Background: an optimization exercise with open tools, aiming at small area and a short achievable clock period. Do not read the settings as production practice. Only simulation tests tie the RTL to the original design; equivalence was not proved. Power and IR drop assume default switching activity.

==> flow/design.v (outline; a module is shown in full before it is edited, if it fits) <==
// module dsp_acc: 4082 lines
module dsp_acc (
    input  wire        clk,
    input  wire        rst_n,
    input  wire        in_valid,
    input  wire [3:0]  in_op,
    input  wire [1:0]  in_opc,
    input  wire        in_conj,
    input  wire        in_uf,
    input  wire        in_us,
    input  wire        in_pair,
    input  wire [1:0]  in_an,
    input  wire        in_w,
    input  wire [5:0]  in_s,
    input  wire        in_sat,
    input  wire [31:0] in_a,
    input  wire [31:0] in_b,
    output reg         out_valid,
    output reg  [31:0] out_data,
    output reg         out_n,
    output reg         out_z,
    output reg         out_v,
    output reg         out_sticky
);
  // ...
==> flow/flow/run.sh <==
#!/bin/bash
set -euo pipefail
R=orfs/results/sky130hd/dsp_acc/base
bash standard.sh synth > synth_flow.log 2>&1
cp $R/1_2_yosys.v $R/1_2_yosys_standard.v
python3 flow/fa_polarity.py $R/1_2_yosys_standard.v $R/1_2_yosys.v > fa_polarity.log 2>&1
rm -f $R/1_synth.odb $R/1_synth.sdc
bash standard.sh SETUP_SLACK_MARGIN=10 "BUFFER_PORTS_ARGS=-buffer_cell sky130_fd_sc_hd__buf_2" finish > standard_flow.log 2>&1
==> flow/flow/fa_polarity.py <==
#!/usr/bin/env python3
"""Re-polarise full adders in a Yosys netlist of sky130 cells.

A full adder is self-dual: FA(~a, ~b, ~c) = (~sum, ~cout).  Synthesis
leaves many inverters between full adders; this script removes the
inverters, chooses for every fa cell whether it works on the true or the
complemented values of its signals so that as few signals as possible
need an inverted copy, and inserts one inverter per signal that still
needs one.  The logic function of every other cell and register is kept.

usage: fa_polarity.py in.v out.v
"""
import re
import sys
import collections

OUT_PINS = {"X", "Y", "Q", "Q_N", "SUM", "COUT", "HI", "LO"}
INV_RE = re.compile(r"sky130_fd_sc_hd__(clk)?inv_\d+$")
FA_RE = re.compile(r"sky130_fd_sc_hd__fa_\d+$")
FA_IN = ("A", "B", "CIN")
SWAP = {}
for d in ("1", "2", "4"):
    SWAP["sky130_fd_sc_hd__xor2_" + d] = "sky130_fd_sc_hd__xnor2_" + d
    SWAP["sky130_fd_sc_hd__xnor2_" + d] = "sky130_fd_sc_hd__xor2_" + d

def main(inp, outp):
    text = open(inp).read()
    text = re.sub(r"^\s*\(\*.*?\*\)\s*\n", "", text, flags=re.M)
    inst_re = re.compile(r"^  (sky130_fd_sc_hd__\w+) (\S+)\s+\(\n(.*?)\n  \);\n", re.S | re.M)
    pin_re = re.compile(r"\.(\w+)\((\\\S+ |[^()\s]+)\)")
    insts = []
    first = None
    last = None
    for m in inst_re.finditer(text):
        if first is None:
            first = m.start()
        last = m.end()
        pins = collections.OrderedDict(pin_re.findall(m.group(3)))
        insts.append([m.group(1), m.group(2), pins])
    head = text[:first]
    tail = text[last:]
    body_between = inst_re.sub("", text[first:last])
    if body_between.strip():
        sys.exit("unexpected text between cells: %r" % body_between.strip()[:200])
    if tail.strip() != "endmodule":
        sys.exit("unexpected tail: %r" % tail.strip()[:200])

    outputs = set()
    for m in re.finditer(r"^\s*output\s+(\[(\d+):(\d+)\]\s+)?(\S+);", head, re.M):
        if m.group(1):
            hi, lo = int(m.group(2)), int(m.group(3))
            for i in range(min(hi, lo), max(hi, lo) + 1):
                outputs.add("%s[%d]" % (m.group(4), i))
        else:
            outputs.add(m.group(4))

    def norm(n):
        return n.strip()

    driver = {}
    for idx, (typ, name, pins) in enumerate(insts):
        for p, n in pins.items():
            if p in OUT_PINS:
                driver[norm(n)] = (idx, p)

    collapsible = set()
    for idx, (typ, name, pins) in enumerate(insts):
        if INV_RE.match(typ) and norm(pins["Y"]) not in outputs:
            collapsible.add(idx)

    rawname = {}
    for typ, name, pins in insts:
        for p, n in pins.items():
            rawname.setdefault(norm(n), n)

    def base(n):
        par = 0
        n = norm(n)
        seen = 0
        while n in driver and driver[n][0] in collapsible:
            n = norm(insts[driver[n][0]][2]["A"])
            par ^= 1
            seen += 1
            if seen > 1000:
                sys.exit("inverter loop")
        return n, par

    fa_idx = [i for i, c in enumerate(insts) if FA_RE.match(c[0])]
    is_fa = set(fa_idx)
    x = collections.defaultdict(int)          # flip per fa cell

    loads = collections.defaultdict(list)     # base -> [(cell, pin, par)]
    for idx, (typ, name, pins) in enumerate(insts):
        if idx in collapsible:
            continue
        for p, n in pins.items():
            if p in OUT_PINS:
                continue
            nn = norm(n)
            if re.match(r"^\d+'[bh][01]$", nn):
                continue
            b, par = base(nn)
            loads[b].append((idx, p, par))
    # output ports driven through collapsible inverters are not allowed (kept above)

    def phys(b):
        d = driver.get(b)
        if d and (d[0] in is_fa or d[0] in is_sw):
            return x[d[0]]
        return 0

    def need(idx, p, par):
        if idx in is_fa and p in FA_IN:
            return par ^ x[idx]
        return par

    def netcost(b):
        ph = phys(b)
        for (idx, p, par) in loads[b]:
            if need(idx, p, par) != ph:
                return 1
        return 0

    # nets touched by each fa
    touch = {}
    for f in fa_idx:
        pins = insts[f][2]
        s = set()
        for p in FA_IN:
            nn = norm(pins[p])
            if not re.match(r"^\d+'[bh][01]$", nn):
                s.add(base(nn)[0])
        for p in ("SUM", "COUT"):
            if p in pins:
                s.add(norm(pins[p]))
        touch[f] = s

    sw_idx = [i for i, c in enumerate(insts) if c[0] in SWAP]
    is_sw = set(sw_idx)
    for f in sw_idx:
        pins = insts[f][2]
        op = "X" if "X" in pins else "Y"
        touch[f] = set([norm(pins[op])])
    allnets = set(loads.keys())
    before = sum(netcost(b) for b in allnets)
    # simulated annealing over the flip variables, then greedy descent
    import random, math
    rng = random.Random(1)
    var = fa_idx + sw_idx
    cur = before
    best = cur
    bestx = dict((f, x[f]) for f in var)
    steps = 2000 * len(var)
    for it in range(steps):
        temp = 0.6 * (1.0 - it / float(steps)) + 0.02
        f = var[rng.randrange(len(var))]
        nets = touch[f]
        c0 = sum(netcost(b) for b in nets)
        x[f] ^= 1
        c1 = sum(netcost(b) for b in nets)
        d = c1 - c0
        if d <= 0 or rng.random() < math.exp(-d / temp):
            cur += d
            if cur < best:
                best = cur
                bestx = dict((g, x[g]) for g in var)
        else:
            x[f] ^= 1
    for f in var:
        x[f] = bestx[f]
    improved = True
    passes = 0
    while improved and passes < 50:
        improved = False
        passes += 1
        for f in var:
            nets = touch[f]
            c0 = sum(netcost(b) for b in nets)
            x[f] ^= 1
            c1 = sum(netcost(b) for b in nets)
            if c1 < c0:
                improved = True
            else:
                x[f] ^= 1
    after = sum(netcost(b) for b in allnets)
    nflip = sum(1 for f in fa_idx + sw_idx if x[f])
    sys.stderr.write("fa_polarity: %d fa cells, %d flipped, inverters %d -> %d (collapsible %d)\n"
                     % (len(fa_idx), nflip, len(collapsible), after, len(collapsible)))

    # rewrite
    invnet = {}
    newwires = []
    newcells = []
    k = 0
    for b in sorted(allnets):
        if netcost(b):
            k += 1
            wn = "fapol_n%d" % k
            invnet[b] = wn
            newwires.append("  wire %s;\n" % wn)
            newcells.append("  sky130_fd_sc_hd__inv_1 fapol_i%d (\n    .A(%s),\n    .Y(%s)\n  );\n"
                            % (k, rawname.get(b, b), wn))
    out = []
    for idx, (typ, name, pins) in enumerate(insts):
        if idx in collapsible:
            continue
        lines = []
        for p, n in pins.items():
            nn = norm(n)
            if p not in OUT_PINS and not re.match(r"^\d+'[bh][01]$", nn):
                b, par = base(nn)
                if need(idx, p, par) == phys(b):
                    n = rawname.get(b, b)
                else:
                    n = invnet[b]
            lines.append("    .%s(%s)" % (p, n))
        if idx in is_sw and x[idx]:
            newtyp = SWAP[typ]
            oldp, newp = ("X", "Y") if "xor2" in typ and "xnor2" not in typ else ("Y", "X")
            lines = [l.replace("    .%s(" % oldp, "    .%s(" % newp) for l in lines]
            typ = newtyp
        out.append("  %s %s (\n%s\n  );\n" % (typ, name, ",\n".join(lines)))
    # head ends just before the first cell; insert new wires at its end
    text2 = head + "".join(newwires) + "".join(out) + "".join(newcells) + tail
    open(outp, "w").write(text2)

if __name__ == "__main__":
    main(sys.argv[1], sys.argv[2])
==> flow/standard.sh <==
#!/bin/bash
# synth_recipe.tcl (not shown) runs the flow's synth.tcl, then flattens the netlist and writes it again
# the make line also repeats each setting of config.mk as NAME=value (left out here)
make -C /OpenROAD-flow-scripts/flow DESIGN_CONFIG=/design/flow/config.mk WORK_HOME=/design/flow/orfs CLKGATE_MAP_FILE= SYNTH_SCRIPT=/design/flow/synth_recipe.tcl "${@:-finish}"
==> flow/config.mk <==
export PLATFORM = sky130hd
export DESIGN_NAME = dsp_acc
export DESIGN_NICKNAME = dsp_acc
export VERILOG_FILES = /design/flow/design.v
export SDC_FILE = /design/flow/constraint.sdc
export NUM_CORES = 4
export LEC_CHECK = 0
export CAP_MARGIN = 20
export CORE_MARGIN = 2
export CORE_UTILIZATION = 55
export SLEW_MARGIN = 20
==> flow/constraint.sdc <==
create_clock -name core_clock -period 14.0 [get_ports {clk}]
set_input_delay 2.8000 -clock core_clock [delete_from_list [all_inputs] [get_ports {clk}]]
set_output_delay 2.8000 -clock core_clock [all_outputs]
set_load 0.01 [all_outputs]
==> metrics.md, run 1 <==
| Metric | Value |
|---|---|
| Post-Syn Area | `60540 um^2` |
| Global-route wire length before repair | `375.7 mm` |
| H-tree depth | `3` |
| Routability cong. | `1.042` |
| # port buffers | `123` |
| Worst flop-to-flop path startpoint | `q_a[11]` |
| Number of gates resized after CTS | `582` |
| Initial Util | `55.54%` |
| Area grow syn2layout | `17.85%` |
| Worst hold slack | `0.3171 ns` |
| Fillers | `8851` |
| Sequential-cell power consumption | `2.55 mW` |
| Final Cycle Share | `30.24%` |
| Final clock-cell share | `3.737%` |
| Avg Inst Size Synth | `9.132 um^2` |
| Final clock skew | `0.07449 ns` |
| Metal3 WL | `35.14 mm` |
| GRT Max-Usage Layer | `met2` |
| Area used by multi-input combinational logic | `47270 um^2` |
| Leading cell kind | `multi-input gates` |
| Register-to-register setup slack | `9.77 ns` |
| Via/cell ratio | `6.870` |
| Type of origin of the critical path | `flip-flop` |
| Reg clk slew, reported paths | `0.06 ns` |
| Die X | `335.8 um` |
| Clock Path Buffers | `3` |
| Fraction of area in registers | `18.16%` |
| Status | `no timing/DRC/antenna violations` |
| Worst EP required | `14.51 ns` |
| Placed Instance Area | `61680 um^2` |
| Flip-flop and latch area | `12960 um^2` |
| CORE AREA | `109000 um^2` |
| Layout Utilization | `65.45%` |
==> inputs of run 2 (changes only) <==
--- a/flow/design.v
+++ b/flow/design.v
@@ -3983,31 +3983,59 @@
         e_lo  <= {ns1[5], ns0[5], ns1[4], ns0[4]};
         e_hi  <= {ns1[7], ns0[7], ns1[6], ns0[6]};
         k_lo  <= {ns1[8], ns0[8]};
         k_hi  <= {ns1[9], ns0[9]};
         k_top <= {ns1[10], ns0[10]};
     end
     wire [47:0] fa = r1_sel1 ? x1 : x0;    
     wire [47:0] fb = x1;                   
-    wire [48:0] ya_full = $signed({fa, 1'b0}) >>> r1_s;
-    wire [48:0] yb_full = $signed({fb, 1'b0}) >>> r1_s;
-    reg [46:0] m_lo, m_hiA, m_hiB;
-    integer k;
-    always @* begin
-        for (k = 0; k < 47; k = k + 1) begin
-            m_lo[k]  = ({1'b0, r1_s} >= k + 2);
-            m_hiA[k] = ({1'b0, r1_s} + (r1_w ? 7'd16 : 7'd32) <= k);
-            m_hiB[k] = ({1'b0, r1_s} + 7'd16 <= k);
+    function [49:0] shr;      
+        input [47:0] v;
+        input [5:0] s;
+        reg [48:0] t;
+        reg st;
+        begin
+            t = {v, 1'b0};
+            st = 1'b0;
+            if (s[5]) begin st = st | (|t[31:0]); t = {{32{t[48]}}, t[48:32]}; end
+            if (s[4]) begin st = st | (|t[15:0]); t = {{16{t[48]}}, t[48:16]}; end
+            if (s[3]) begin st = st | (|t[7:0]);  t = {{8{t[48]}},  t[48:8]};  end
+            if (s[2]) begin st = st | (|t[3:0]);  t = {{4{t[48]}},  t[48:4]};  end
+            if (s[1]) begin st = st | (|t[1:0]);  t = {{2{t[48]}},  t[48:2]};  end
+            if (s[0]) begin st = st | t[0];       t = {t[48], t[48:1]};        end
+            shr = {st, t};
         end
-    end
-    wire stk_a  = |(fa[46:0] & m_lo);
-    wire stk_b  = |(fb[46:0] & m_lo);
-    wire fit_a  = ~|((fa[46:0] ^ {47{fa[47]}}) & m_hiA);
-    wire fit_b  = ~|((fb[46:0] ^ {47{fb[47]}}) & m_hiB);
+    endfunction
+    function [30:0] upper_or;
+        input [47:0] v;
+        reg [46:0] e;
+        reg [30:0] u;
+        integer k;
+        begin
+            e = v[46:0] ^ {47{v[47]}};
+            u[30] = e[46];
+            for (k = 29; k >= 0; k = k - 1)
+                u[k] = u[k + 1] | e[k + 16];
+            upper_or = u;
+        end
+    endfunction
+    wire [49:0] sa = shr(fa, r1_s);
+    wire [49:0] sb = shr(fb, r1_s);
+    wire [48:0] ya_full = sa[48:0];
+    wire [48:0] yb_full = sb[48:0];
+    wire stk_a = sa[49];
+    wire stk_b = sb[49];
+    wire [30:0] ua = upper_or(fa);
+    wire [30:0] ub = upper_or(fb);
+    wire [30:0] ua16 = ua >> r1_s;             
+    wire [14:0] ua32 = ua[30:16] >> r1_s;      
+    wire [30:0] ub16 = ub >> r1_s;
+    wire fit_a = r1_w ? ~ua16[0] : ~ua32[0];
+    wire fit_b = ~ub16[0];
     reg        r2_valid;
     reg        r2_mac, r2_sta, r2_clrs, r2_pair, r2_vmac;
     reg        r2_w, r2_rd, r2_ssat;
     reg [32:0] r2_ya;
     reg [16:0] r2_yb;
     reg        r2_stka, r2_stkb, r2_fita, r2_fitb, r2_sga, r2_sgb;
     always @(posedge clk) begin
         if (!rst_n)
==> run 2 against run 1 <==
Still clean; clock power fell by 3%; sequential share of layout area rose by 0.35 points; clock-buffer cell count fell by 4.
==> metrics.md, run 2 <==
| Metric | Value |
|---|---|
| Final instance area | `70050 um^2` |
| CP Class | `flip-flop to flip-flop` |
| Final Instance Count excl. Fillers | `7712` |
| Layout cell share with drive strength beyond 1 | `24.41%` |
| Type of origin of the critical path | `flip-flop` |
| Routability cong. | `1.005 (-3.5%)` |
| Avg Inst Size Synth | `9.376 um^2 (+2.7%)` |
| Internal power | `9.713 mW` |
| Pwr Density | `265.9 nW/um^2` |
| Setup TNS | `0 ns` |
| CP arrival | `4.93 ns` |
| Worst hold slack | `0.3237 ns (+0.006585 ns)` |
| Post-Syn Area | `57550 um^2 (-4.9%)` |
| Die H | `327.5 um` |
| Starting DRT DRC Count | `5975` |
| Worst Path Max Fanout | `8` |
| CTS root buf | `clkbuf_16` |
| RSZ-0062 raised after global routing | `true` |
| Detail Placement HPWL | `149.4 mm` |
| Relative slew slack | `32.66%` |
| Most common cell after layout, fill and taps aside | `dfxtp_1` |
| Hold crit path type | `flip-flop to flip-flop` |
| Reg2Reg Depth | `17` |
| Minimum clock period | `4.331 ns` |
| Initial antenna violation count | `7` |
| Via/cell ratio | `6.665 (-3.0%)` |
| Worst slew pin tran | `0.9820 ns` |
| Vias in the first global route | `50407` |
| Gate power share | `74.7%` |
| Global-route wire length before repair | `337.0 mm (-10%)` |
| Most frequent cells in the layout | `dfxtp_1, xnor2_1, fa_1` |
| Placed Instance Area | `59080 um^2 (-4.2%)` |
| Largest net degree at the start of global routing | `89` |
| Cells after DPL | `7225` |
| Mapped Cells | `6138` |
| Hold wc startpoint | `r1_rd` |
| Antenna viol nets, final | `0` |
| Total gr overflow | `0` |
| Worst-Skew Late Latency | `0.67 ns` |
| Initial Util | `55.52% (about the same)` |
| Worst hold endpoint | `r2_rd` |
| Register-to-register setup slack | `9.67 ns (-0.10 ns)` |
| Final Hold Fails | `0` |
| Synth Warn # | `1` |
| Final clock skew | `0.03068 ns (-0.04381 ns)` |
| CTS tree | `built` |
| GRT Util Overall | `42.47%` |
| FF-to-FF End | `e_lo[3]` |
| Worst flop-to-flop path startpoint | `e_lo[3]` |
| WL/cell | `30.88 um` |
| CTS sink count | `636` |
| Final nets | `7132` |
| Reg clk slew, reported paths | `0.06 ns (about the same)` |
| # port buffers | `123 (unchanged)` |
| Final Cycle Share | `30.94% (+0.69 points)` |
| Layout Utilization | `67.58% (+2.1 points)` |
| H-tree depth | `3 (unchanged)` |
| CORE AREA | `103600 um^2 (-4.9%)` |
| Status | `no timing/DRC/antenna violations` |
| Leakage | `26.55 nW` |
| Vias | `51397` |
| Nature of the critical path endpoint | `flip-flop` |
| # DRC | `0` |
| Switching Share | `47.85%` |
| WHS Path Cells | `0` |
| Clk pwr share | `11.1%` |
| Syn nets | `7002` |
| MaxCap Viol Count | `0` |
| Sequential share of power | `14.2%` |
| Die X | `327.5 um (-2.5%)` |
| Area grow syn2layout | `21.72%` |
| IO Count | `124` |
| Peak supply drop | `0.3644 mV` |
| Die ar. | `107200 um^2` |
| Net Sw Power | `8.910 mW` |
| Iteration count of the initial detailed-routing pass | `7` |
| Drt total wl | `238.2 mm` |
| Total CTS buffers | `74` |
| Max Clk Rate | `0.2309 GHz` |
| Rows | `118` |
| Setup violators final | `0` |
| Clock Path Buffers | `3 (unchanged)` |
| Worst EP required | `14.59 ns (+0.08 ns)` |
| Fin. max-slew vios | `0` |
==> run 2: final cells by class <==
type | instances | area [um^2]
multi-input cells | 4674 | 45410
fillers | 8175 | 33600
flip-flops and latches | 636 | 12970
repair buffers | 606 | 6225
clock buffers | 94 | 2017
well taps | 1380 | 1727
inverters | 275 | 1116
clock inverters | 40 | 560.5
diodes | 6 | 15.01
repair inverters | 1 | 7.507
==> run 2: power by group through the flow <==
stage	logic (mW)	registers, mW	clock network (mW)
floorplan	6.92	2.53	0
global placement	10.5	2.66	0
detailed placement	10.6	2.66	0
CTS	12.2	2.64	2.07
global route	14.8	2.68	2.15
finish	13.9	2.65	2.06
==> run 2: per-layer routing <==
metal / track usage (%) / wire (um)
met1: 52.63 / 87130
met2: 63.42 / 101300
met3: 13.53 / 28360
met4: 28.49 / 21310
met5: 0 / 96
==> run 2: stage by stage <==
step / setup WS (ns) / power, mW
3_5_place_dp: 8.135 / 13.29
2_1_floorplan: 9.968 / 9.456
6_report: 9.669 / 18.62
5_1_grt: 9.571 / 19.62
3_3_place_gp: 8.173 / 13.12
4_1_cts: 9.651 / 16.96
==> run 2: worst max path at each step <==
| stage | start | endpoint | cells past startpoint |
|---|---|---|---|
| after CTS | e_lo[3] | e_lo[3] | 17 |
| after global placement | rst_n | acc1[40] | 7 |
| final | e_lo[3] | e_lo[3] | 17 |
| after detailed placement | rst_n | acc3[40] | 7 |
| after global routing | e_lo[3] | acc3[40] | 18 |
| after floorplan | q_ii_two[3] | r1_ce[19] | 11 |
==> run 2: what timing repair did <==
item	in CTS	in global routing
cloned	30	14
setup buffers	205	98
gates resized for setup	756	307
hold buffers	0	0
pin swaps	306	251
endpoints found under the setup margin	355	221
==> run 2: worst max-delay path, cell delays in order, from the launching register on <==
cell and delay (ns):
dfxtp_4 0.41, buf_12 0.18, a221oi_4 0.29, inv_2 0.09
fa_1 0.45, ha_2 0.21, fa_2 0.36, inv_2 0.07
nor2b_2 0.05, o31a_1 0.33, o2111ai_2 0.23, nand3_4 0.13
o21ai_2 0.12, and3b_2 0.31, a31oi_4 0.13, maj3_4 0.44
mux2_4 0.34, nor2_1 0.09
==> inputs of run 3 (changes only) <==
==> flow/flow/run.sh (replaced) <==
#!/bin/bash
set -euo pipefail
R=orfs/results/sky130hd/dsp_acc/base
bash standard.sh synth > synth_flow.log 2>&1
cp $R/1_2_yosys.v $R/1_2_yosys_standard.v
python3 flow/fa_polarity.py $R/1_2_yosys_standard.v $R/1_2_yosys.v > fa_polarity.log 2>&1
rm -f $R/1_synth.odb $R/1_synth.sdc
bash standard.sh SETUP_SLACK_MARGIN=10 \
  "BUFFER_PORTS_ARGS=-buffer_cell sky130_fd_sc_hd__buf_2" \
  "CTS_ARGS=-sink_clustering_enable -repair_clock_nets -dont_use_dummy_load" \
  finish > standard_flow.log 2>&1
--- a/flow/config.mk
+++ b/flow/config.mk
@@ -5,6 +5,7 @@
 export SDC_FILE = /design/flow/constraint.sdc
 export NUM_CORES = 4
 export LEC_CHECK = 0
+export ABC_AREA = 1
 export CAP_MARGIN = 20
 export CORE_MARGIN = 2
 export CORE_UTILIZATION = 55
==> run 3 against run 2 <==
Non-clock buffer count shrank 97; critical path type unchanged; synthesized cell count is 22% higher; die area increased by 2.3%; largest cell class unchanged; cell count up 17%; maximum frequency increased by 1.1%; clock skew rose by 0.045 ns.
==> metrics.md, run 3 <==
| Metric | Value |
|---|---|
| CP bufs+invs | `1 (-2)` |
| Peak supply drop | `0.2556 mV (-30%)` |
| Routability cong. | `1.042 (+3.6%)` |
| Internal power | `7.981 mW (-18%)` |
| Total gr overflow | `0 (unchanged)` |
| Vias | `58202 (+13%)` |
| Worst slew pin tran | `1.019 ns (+0.03705 ns)` |
| Mapped Cells | `7509 (+22%)` |
| Hold crit path type | `flip-flop to flip-flop` |
| Final Cycle Share | `30.60% (-0.34 points)` |
| Die H | `331.1 um (+1.1%)` |
| Avg Inst Size Synth | `7.839 um^2 (-16%)` |
| CP peak stage delay | `0.62 ns (+0.17 ns)` |
| GRT Util Overall | `46.34% (+3.9 points)` |
| CTS root buf | `clkbuf_16` |
| H-tree depth | `3 (unchanged)` |
| Final Instance Count excl. Fillers | `9046 (+17%)` |
| Detail Placement HPWL | `181.6 mm (+22%)` |
| Initial antenna violation count | `11 (+4)` |
| Die X | `331.1 um (+1.1%)` |
| Final clock skew | `0.07596 ns (+0.04528 ns)` |
| Iteration count of the initial detailed-routing pass | `10 (+3)` |
| Setup violators final | `0 (unchanged)` |
| CP Class | `flip-flop to flip-flop` |
| Max Clk Rate | `0.2335 GHz (+1.1%)` |
| Family with the most delay on the worst path | `adder cells` |
| Status | `no timing/DRC/antenna violations` |
| Reg clk slew, reported paths | `0.06 ns (about the same)` |
| Worst hold slack | `0.3225 ns (-0.001232 ns)` |
| Most frequent CP cell | `fa_2` |
| Most common cell after layout, fill and taps aside | `nand2_1` |
| RSZ-0062 raised after global routing | `true` |
| Cts hold-fix bufs | `0 (unchanged)` |
| Cells after DPL | `8664 (+20%)` |
| Post-Syn Area | `58860 um^2 (+2.3%)` |
| Most frequent cells in the layout | `nand2_1, inv_1, nor2_1` |
| Antenna viol nets, final | `0 (unchanged)` |
| Syn nets | `8373 (+20%)` |
| IO Count | `124 (unchanged)` |
| CTS sink count | `636 (unchanged)` |
| Total Power | `16.65 mW (-11%)` |
| Crit path cell chain | `inv_4 -> xnor2_1 -> fa_2 -> fa_1 -> fa_2 -> fa_2 -> fa_2 -> fa_2` |
| Type of origin of the critical path | `flip-flop` |
| Largest net degree at the start of global routing | `79 (-11%)` |
| Worst Path Max Fanout | `15 (+7)` |
| Minimum clock period | `4.283 ns (-0.04762 ns)` |
| Initial Util | `55.22% (-0.31 points)` |
| Leakage | `29.12 nW (+9.7%)` |
| Switching Share | `52.08% (+4.2 points)` |
| Starting DRT DRC Count | `8328 (+39%)` |
| Total CTS buffers | `74 (unchanged)` |
| CTS tree | `built` |
| Rows | `120 (+1.7%)` |
| Global-route wire length before repair | `369.9 mm (+9.8%)` |
| Synth Warn # | `1 (unchanged)` |
| CORE AREA | `106600 um^2 (+2.9%)` |
| Pwr Density | `241.7 nW/um^2 (-9.1%)` |
| Via/cell ratio | `6.434 (-3.5%)` |
| Clk pwr share | `10.0% (-1.1 points)` |
| Drt total wl | `259.4 mm (+8.9%)` |
| # DRC | `0 (unchanged)` |
| Nature of the critical path endpoint | `flip-flop` |
| Area grow syn2layout | `17.07%` |
| Final Hold Fails | `0 (unchanged)` |
| Worst-Skew Late Latency | `0.70 ns (+0.03 ns)` |
| MaxCap Viol Count | `0 (unchanged)` |
| Die ar. | `109700 um^2 (+2.3%)` |
| Setup TNS | `0 ns (unchanged)` |
| Layout cell share with drive strength beyond 1 | `18.01% (-6.4 points)` |
| Worst Setup Slack post-DPL | `8.287 ns (+0.1518 ns)` |
| Fin. max-slew vios | `0 (unchanged)` |
| WL/cell | `28.68 um (-7.1%)` |
| Relative slew slack | `31.35% (-1.3 points)` |
| Final nets | `8502 (+19%)` |
| Worst EP required | `14.51 ns (-0.08 ns)` |
| CP arrival | `4.80 ns (-0.13 ns)` |
| # port buffers | `123 (unchanged)` |
| CP max stage cell | `dfxtp_1` |
| Net Sw Power | `8.673 mW (-2.7%)` |
| Clock Path Buffers | `3 (unchanged)` |
| Gate power share | `74.4% (-0.3 points)` |
| Sequential share of power | `15.6% (+1.4 points)` |
| Final WS setup | `9.717 ns (+0.04762 ns)` |
| Vias in the first global route | `55541 (+10%)` |
==> run 3: changes by cell type in the layout (fill, tap and decap cells not counted), moves of 161 or more <==
cell / change
a22oi_1: -455
nand2_1: +859
o22ai_1: +420
o21ai_1: +161
mux2i_1: -258
nand3_1: +220
inv_1: +452
==> run 3: path summary, 6_finish.rpt <==
kind	to	start	slack, ns	depth (start not counted)
max	r1_co[21]	q_rx_neg[7]	9.72	8
min	r2_sta	r1_sta	0.32	0
max reg2reg	r1_co[21]	q_rx_neg[7]	9.72	8
min reg2reg	r2_sta	r1_sta	0.32	0
==> run 3: power groups by stage <==
stage | Combinational (mW) | Sequential, mW | Clock, mW
finish | 12.4 | 2.60 | 1.67
global route | 13.4 | 2.62 | 1.75
detailed placement | 11.0 | 2.62 | 0
global placement | 10.9 | 2.62 | 0
CTS | 11.5 | 2.59 | 1.69
floorplan | 7.26 | 2.49 | 0
==> run 3: worst register-to-register path, delay by kind of cell, from the launching register on <==
family | cells | cell delay, ns
xor gates and xnor gates | 1 | 0.34
adders and majority gates | 6 | 2.92
buffers and inverters | 1 | 0.26
DFF | 1 | 0.62
==> run 3: cell type report <==
type,count,area [um^2]
Sequential cell,636,13000
Inverter,788,3353
Antenna cell,7,17.52
Fill cell,9121,37690
Multi-Input combinational cell,5624,43930
Timing Repair inverter,5,35.03
Tap cell,1403,1755
Clock buffer,74,1852
Timing Repair Buffer,509,4962
==> run 3: repair_timing <==
item | in CTS | in global routing
resized for setup | 615 | 353
pin swaps | 171 | 157
endpoints found under the setup margin | 318 | 213
buffers inserted | 203 | 67
cloned | 29 | 2
==> run 3: metrics by stage <==
stage	area (um^2)	util (%)
after detailed placement	60150	56.42
final	68910	64.65
after CTS	66700	62.57
after floorplan	59310	-
after global placement	60150	56.42
after global routing	68900	64.63
==> run 3: layer usage <==
layer / track usage [%] / vias to the layer above / routed length [um]
met5: 0.08696 / - / 140
met4: 28.70 / 14 / 20670
met3: 19.18 / 1242 / 39710
met2: 64.85 / 4341 / 103400
met1: 59.15 / 27590 / 95480
li1: - / 25015 / -
==> inputs of run 4 (changes only) <==
==> flow/flow/run.sh (replaced) <==
#!/bin/bash
set -euo pipefail
R=orfs/results/sky130hd/dsp_acc/base
bash standard.sh synth > synth_flow.log 2>&1
cp $R/1_2_yosys.v $R/1_2_yosys_standard.v
python3 flow/fa_polarity.py $R/1_2_yosys_standard.v $R/1_2_yosys.v $FLOW_HOME/platforms/sky130hd/lib/sky130_fd_sc_hd__tt_025C_1v80.lib > fa_polarity.log 2>&1
rm -f $R/1_synth.odb $R/1_synth.sdc
bash standard.sh SETUP_SLACK_MARGIN=10 \
  "BUFFER_PORTS_ARGS=-buffer_cell sky130_fd_sc_hd__buf_2" \
  "CTS_ARGS=-sink_clustering_enable -repair_clock_nets -dont_use_dummy_load" \
  finish > standard_flow.log 2>&1
--- a/flow/flow/fa_polarity.py
+++ b/flow/flow/fa_polarity.py
@@ -18,12 +18,40 @@
 INV_RE = re.compile(r"sky130_fd_sc_hd__(clk)?inv_\d+$")
 FA_RE = re.compile(r"sky130_fd_sc_hd__fa_\d+$")
 FA_IN = ("A", "B", "CIN")
+# complementary cell pairs: a cell may be swapped for its complement,
+# which inverts its output (output pin Y for the inverting cell, X for
+# the other); SWAP maps type -> (new type, old out pin, new out pin, area change)
+AREA = {}
 SWAP = {}
-for d in ("1", "2", "4"):
-    SWAP["sky130_fd_sc_hd__xor2_" + d] = "sky130_fd_sc_hd__xnor2_" + d
-    SWAP["sky130_fd_sc_hd__xnor2_" + d] = "sky130_fd_sc_hd__xor2_" + d
-
-def main(inp, outp):
+INV_AREA = 3.7536
+PAIRS = ["nand2 and2", "nor2 or2", "nand3 and3", "nor3 or3", "nand4 and4", "nor4 or4",
+         "a21oi a21o", "o21ai o21a", "a22oi a22o", "o22ai o22a", "a211oi a211o",
+         "o211ai o211a", "a31oi a31o", "o31ai o31a", "a221oi a221o", "o221ai o221a",
+         "a2111oi a2111o", "o2111ai o2111a", "mux2i mux2", "a32oi a32o", "o32ai o32a",
+         "a311oi a311o", "o311ai o311a", "a41oi a41o", "o41ai o41a", "nand2b and2b",
+         "nor2b or2b", "a21boi a21bo", "o21bai o21ba", "nand3b and3b", "nor3b or3b",
+         "a2bb2oi a2bb2o", "o2bb2ai o2bb2a", "inv buf", "clkinv clkbuf"]
+
+def load_areas(lib):
+    txt = open(lib).read()
+    for m in re.finditer(r'cell \("?(sky130_fd_sc_hd__\w+)"?\)\s*\{.*?area : ([\d.]+)', txt, re.S):
+        AREA[m.group(1)] = float(m.group(2))
+    for d in ("1", "2", "4"):
+        a = "sky130_fd_sc_hd__xor2_" + d
+        b = "sky130_fd_sc_hd__xnor2_" + d
+        SWAP[a] = (b, "X", "Y", 0.0)
+        SWAP[b] = (a, "Y", "X", 0.0)
+    for pr in PAIRS:
+        inv, non = pr.split()
+        for d in ("0", "1", "2", "4"):
+            a = "sky130_fd_sc_hd__%s_%s" % (inv, d)
+            b = "sky130_fd_sc_hd__%s_%s" % (non, d)
+            if a in AREA and b in AREA:
+                SWAP[a] = (b, "Y", "X", AREA[b] - AREA[a])
+                SWAP[b] = (a, "X", "Y", AREA[a] - AREA[b])
+
+def main(inp, outp, lib):
+    load_areas(lib)
     text = open(inp).read()
     text = re.sub(r"^\s*\(\*.*?\*\)\s*\n", "", text, flags=re.M)
     inst_re = re.compile(r"^  (sky130_fd_sc_hd__\w+) (\S+)\s+\(\n(.*?)\n  \);\n", re.S | re.M)
@@ -118,8 +146,13 @@
         ph = phys(b)
         for (idx, p, par) in loads[b]:
             if need(idx, p, par) != ph:
-                return 1
-        return 0
+                return INV_AREA
+        return 0.0
+
+    def varcost(f):
+        if f in is_sw and x[f]:
+            return SWAP[insts[f][0]][3]
+        return 0.0
 
     # nets touched by each fa
     touch = {}
@@ -135,14 +168,16 @@
                 s.add(norm(pins[p]))
         touch[f] = s
 
-    sw_idx = [i for i, c in enumerate(insts) if c[0] in SWAP]
+    sw_idx = [i for i, c in enumerate(insts) if c[0] in SWAP and i not in collapsible
+              and norm(c[2][SWAP[c[0]][1]]) not in outputs]
     is_sw = set(sw_idx)
     for f in sw_idx:
         pins = insts[f][2]
-        op = "X" if "X" in pins else "Y"
-        touch[f] = set([norm(pins[op])])
+        touch[f] = set([norm(pins[SWAP[insts[f][0]][1]])])
     allnets = set(loads.keys())
-    before = sum(netcost(b) for b in allnets)
+    before = sum(netcost(b) for b in allnets) / INV_AREA
+    def fcost(f):
+        return sum(netcost(b) for b in touch[f]) + varcost(f)
     # simulated annealing over the flip variables, then greedy descent
     import random, math
     rng = random.Random(1)
@@ -150,16 +185,15 @@
     cur = before
     best = cur
     bestx = dict((f, x[f]) for f in var)
-    steps = 2000 * len(var)
+    steps = 1000 * len(var)
     for it in range(steps):
         temp = 0.6 * (1.0 - it / float(steps)) + 0.02
         f = var[rng.randrange(len(var))]
-        nets = touch[f]
-        c0 = sum(netcost(b) for b in nets)
+        c0 = fcost(f)
         x[f] ^= 1
-        c1 = sum(netcost(b) for b in nets)
+        c1 = fcost(f)
         d = c1 - c0
-        if d <= 0 or rng.random() < math.exp(-d / temp):
+        if d <= 0 or rng.random() < math.exp(-d / (temp * INV_AREA)):
             cur += d
             if cur < best:
                 best = cur
@@ -174,18 +208,18 @@
         improved = False
         passes += 1
         for f in var:
-            nets = touch[f]
-            c0 = sum(netcost(b) for b in nets)
+            c0 = fcost(f)
             x[f] ^= 1
-            c1 = sum(netcost(b) for b in nets)
-            if c1 < c0:
+            c1 = fcost(f)
+            if c1 < c0 - 1e-9:
                 improved = True
             else:
                 x[f] ^= 1
-    after = sum(netcost(b) for b in allnets)
+    after = sum(netcost(b) for b in allnets) / INV_AREA
+    swap_area = sum(varcost(f) for f in sw_idx)
     nflip = sum(1 for f in fa_idx + sw_idx if x[f])
-    sys.stderr.write("fa_polarity: %d fa cells, %d flipped, inverters %d -> %d (collapsible %d)\n"
-                     % (len(fa_idx), nflip, len(collapsible), after, len(collapsible)))
+    sys.stderr.write("fa_polarity: %d fa cells, %d cells flipped, inverters %d -> %d, swapped-cell area %+.1f\n"
+                     % (len(fa_idx), nflip, len(collapsible), after, swap_area))
 
     # rewrite
     invnet = {}
@@ -215,8 +249,7 @@
                     n = invnet[b]
             lines.append("    .%s(%s)" % (p, n))
         if idx in is_sw and x[idx]:
-            newtyp = SWAP[typ]
-            oldp, newp = ("X", "Y") if "xor2" in typ and "xnor2" not in typ else ("Y", "X")
+            newtyp, oldp, newp, _ = SWAP[typ]
             lines = [l.replace("    .%s(" % oldp, "    .%s(" % newp) for l in lines]
             typ = newtyp
         out.append("  %s %s (\n%s\n  );\n" % (typ, name, ",\n".join(lines)))
@@ -225,4 +258,4 @@
     open(outp, "w").write(text2)
 
 if __name__ == "__main__":
-    main(sys.argv[1], sys.argv[2])
+    main(sys.argv[1], sys.argv[2], sys.argv[3] if len(sys.argv) > 3 else "/OpenROAD-flow-scripts/flow/platforms/sky130hd/lib/sky130_fd_sc_hd__tt_025C_1v80.lib")
--- a/flow/config.mk
+++ b/flow/config.mk
@@ -5,7 +5,6 @@
 export SDC_FILE = /design/flow/constraint.sdc
 export NUM_CORES = 4
 export LEC_CHECK = 0
-export ABC_AREA = 1
 export CAP_MARGIN = 20
 export CORE_MARGIN = 2
 export CORE_UTILIZATION = 55
==> run 4 against run 3 <==
Power increased by 7.9%; largest cell class unchanged; routed wire length is 8.1% lower; combinational power grew 9.7%; critical endpoint is now e_lo[3]; via count shrank 12%; still clean; clock skew barely moved; highest routed layer unchanged; die area shrank 2.4%; largest power group unchanged; clock-buffer cell count rose by 1; critical path type unchanged.
==> metrics.md, run 4 <==
| Metric | Value |
|---|---|
| Vias | `51394 (-12%)` |
| Pwr Density | `258.0 nW/um^2 (+6.7%)` |
| Relative slew slack | `24.41% (-6.9 points)` |
| CP arrival | `5.02 ns (+0.22 ns)` |
| Fillers | `8183 (-10%)` |
| Starting DRT DRC Count | `6654 (-20%)` |
| Via/cell ratio | `6.688 (+4.0%)` |
| CP Class | `flip-flop to flip-flop` |
| Routability cong. | `1.010 (-3.0%)` |
| Final Instance Count excl. Fillers | `7684 (-15%)` |
| CP bufs+invs | `1 (unchanged)` |
| Cells after DPL | `7234 (-17%)` |
| Largest net degree at the start of global routing | `98 (+24%)` |
| Vias in the first global route | `50472 (-9.1%)` |
| Worst slew pin tran | `1.130 ns (+0.1107 ns)` |
| Net Sw Power | `8.558 mW (-1.3%)` |
| Initial antenna violation count | `9 (-2)` |
| IO Count | `124 (unchanged)` |
| Most frequent CP cell | `a21o_1` |
| Setup TNS | `0 ns (unchanged)` |
| Hold crit path type | `flip-flop to flip-flop` |
| # DRC | `0 (unchanged)` |
| Gate power share | `75.9% (+1.5 points)` |
| Metal3 WL | `30.19 mm (-24%)` |
| Die X | `327.2 um (-1.2%)` |
| Layout cell share with drive strength beyond 1 | `24.47% (+6.5 points)` |
| Setup violators final | `0 (unchanged)` |
| Antenna viol nets, final | `0 (unchanged)` |
| Most common cell after layout, fill and taps aside | `dfxtp_1` |
| Leakage | `26.35 nW (-9.5%)` |
| MaxCap Viol Count | `0 (unchanged)` |
| Most frequent cells in the layout | `dfxtp_1, xnor2_1, a22oi_1, fa_1, nand2_1` |
| CP peak stage delay | `0.65 ns (+0.03 ns)` |
| Detail Placement HPWL | `150.7 mm (-17%)` |
| Worst EP required | `14.55 ns (+0.04 ns)` |
| Minimum clock period | `4.470 ns (+0.1862 ns)` |
| GRT Util Overall | `42.83% (-3.5 points)` |
| Drt total wl | `238.5 mm (-8.1%)` |
| Crit path cell chain | `nand2_1 -> nand3_1 -> ha_1 -> a21o_1 -> a21o_1 -> a21oi_1 -> and3b_2 -> a31o_4 -> inv_4 -> maj3_4 -> mux2_4 -> nor2_4` |
| Met2 WL | `100.6 mm (-2.7%)` |
| Internal power | `9.405 mW (+18%)` |
| WL/cell | `31.03 um (+8.2%)` |
| Die H | `327.2 um (-1.2%)` |
| Worst Path Max Fanout | `16 (+1)` |
| Syn nets | `6987 (-17%)` |
| M1 WL | `87.53 mm (-8.3%)` |
| Reg clk slew, reported paths | `0.05 ns (about the same)` |
| CORE AREA | `103500 um^2 (-2.9%)` |
| Sequential share of power | `14.8% (-0.8 points)` |
| Total CTS buffers | `75 (+1.4%)` |
| Switching Share | `47.64% (-4.4 points)` |
| Rows | `118 (-1.7%)` |
| Clock Path Buffers | `3 (unchanged)` |
| Max Clk Rate | `0.2237 GHz (-4.2%)` |
| CTS tree | `built` |
| Area grow syn2layout | `21.20%` |
| Status | `no timing/DRC/antenna violations` |
| Worst hold slack | `0.3222 ns (-0.0002470 ns)` |
| H-tree depth | `3 (unchanged)` |
| Family with the most delay on the worst path | `simple AND/OR/NAND/NOR gates` |
| Placed Instance Area | `59070 um^2 (-1.8%)` |
| Final instance area | `69630 um^2 (+1.0%)` |
| CP max stage cell | `ha_1` |
| Global-route wire length before repair | `337.8 mm (-8.7%)` |
| Final WS setup | `9.530 ns (-0.1862 ns)` |
| Worst-Skew Late Latency | `0.68 ns (-0.02 ns)` |
| Final nets | `7167 (-16%)` |
| Total gr overflow | `0 (unchanged)` |
| Final Cycle Share | `31.93% (+1.3 points)` |
| Peak supply drop | `0.2502 mV (-2.1%)` |
| Final Hold Fails | `0 (unchanged)` |
| CTS root buf | `clkbuf_16` |
| Initial Util | `55.51% (+0.30 points)` |
| Final clock skew | `0.07590 ns (-0.00006040 ns)` |
| Synth Warn # | `1 (unchanged)` |
| Worst Setup Slack post-DPL | `8.168 ns (-0.1194 ns)` |
| Highest routed layer | `met5` |
| Post-Syn Area | `57460 um^2 (-2.4%)` |
| # port buffers | `123 (unchanged)` |
| Fin. max-slew vios | `0 (unchanged)` |
| Mapped Cells | `6123 (-18%)` |
| Die ar. | `107100 um^2 (-2.4%)` |
| CTS sink count | `636 (unchanged)` |
| Avg Inst Size Synth | `9.383 um^2 (+20%)` |
| Nature of the critical path endpoint | `flip-flop` |
| RSZ-0062 raised after global routing | `true` |
| Clk pwr share | `9.3% (-0.7 points)` |
| Type of origin of the critical path | `flip-flop` |
| Iteration count of the initial detailed-routing pass | `9 (-1)` |
run 4: worst paths after layout:
| path | start | to | slack, ns | cells after the start |
|---|---|---|---|---|
| worst max register to register | r1_ldah | e_lo[3] | 9.53 | 12 |
| worst min register to register | r1_rd | r2_rd | 0.32 | 0 |
| worst max-delay path | r1_ldah | e_lo[3] | 9.53 | 12 |
| worst min-delay path | r1_rd | r2_rd | 0.32 | 0 |
run 4: power groups by stage:
stage / Sequential [mW] / Clock (mW) / Combinational [mW]
floorplan: 2.53 / 0 / 6.92
global placement: 2.67 / 0 / 10.2
detailed placement: 2.67 / 0 / 10.4
CTS: 2.64 / 1.69 / 12.0
global route: 2.69 / 1.76 / 14.5
finish: 2.66 / 1.68 / 13.6
run 4: final cells by class:
type	instances	area, um^2	share of cell area (%)
clock buffers	75	1877	2.695
flip-flops and latches	636	12970	18.63
well taps	1380	1727	2.480
multi-input cells	4674	45400	65.20
diodes	3	7.507	0.01078
inverters	283	1175	1.687
repair buffers	633	6471	9.293
run 4: stage by stage:
step	power, mW	utilization (%)
after floorplan	9.455	-
after detailed placement	13.05	57.07
after global placement	12.87	57.05
final	17.96	67.28
after global routing	18.91	67.27
after CTS	16.30	65.01
run 4: timing repair:
item	4_1_cts	5_1_grt
gates cloned	29	6
gates resized for setup	770	307
setup buffers	242	95
setup endpoints to repair	321	219
hold buffers	0	0
hold endpoints to repair	0	0
pin swaps	323	234
run 4: per-layer routing:
layer  up-vias  GRT usage (%)
met4         8          28.86
met3      1033          13.79
li1      21595              -
met5         -              0
met2      3643          63.06
met1     25115          53.74

[static timing again, ports no longer ideal]
The flow's constraints put no driver on any port. The routed layouts listed below were extracted and timed again, unchanged, in two steps.
Step 1: set_driving_cell puts a clkbuf_16 on clk and a buf_2 on each other input, an assumption about the parent block.
Step 2, shift: input delay + t, output delay - t, t = (earliest + latest rising clock arrival at the registers) / 2. This alone moves slack from input paths to output paths.
Slacks: ideal ports / drivers / drivers and shift; pairs: ideal ports / drivers.
| run | t, ns | slack for setup (ns) | hold WS [ns] | clock arrival spread, ns |
|---|---|---|---|---|
| run 1 | 0.756 | 9.766 / 9.766 / 9.424 | 0.317 / 0.317 / 0.317 | 0.074 / 0.075 |
| run 2 | 0.738 | 9.669 / 9.669 / 9.349 | 0.324 / 0.324 / 0.324 | 0.031 / 0.031 |
| run 3 | 0.742 | 9.717 / 9.717 / 9.246 | 0.322 / 0.322 / 0.322 | 0.076 / 0.076 |
| run 4 | 0.722 | 9.530 / 9.530 / 9.242 | 0.322 / 0.322 / 0.322 | 0.076 / 0.077 |
After both steps every run listed still meets setup and hold. The setup slack of run 3, which loses most, moves by 0.000 ns with the drivers and by -0.471 ns with both steps.
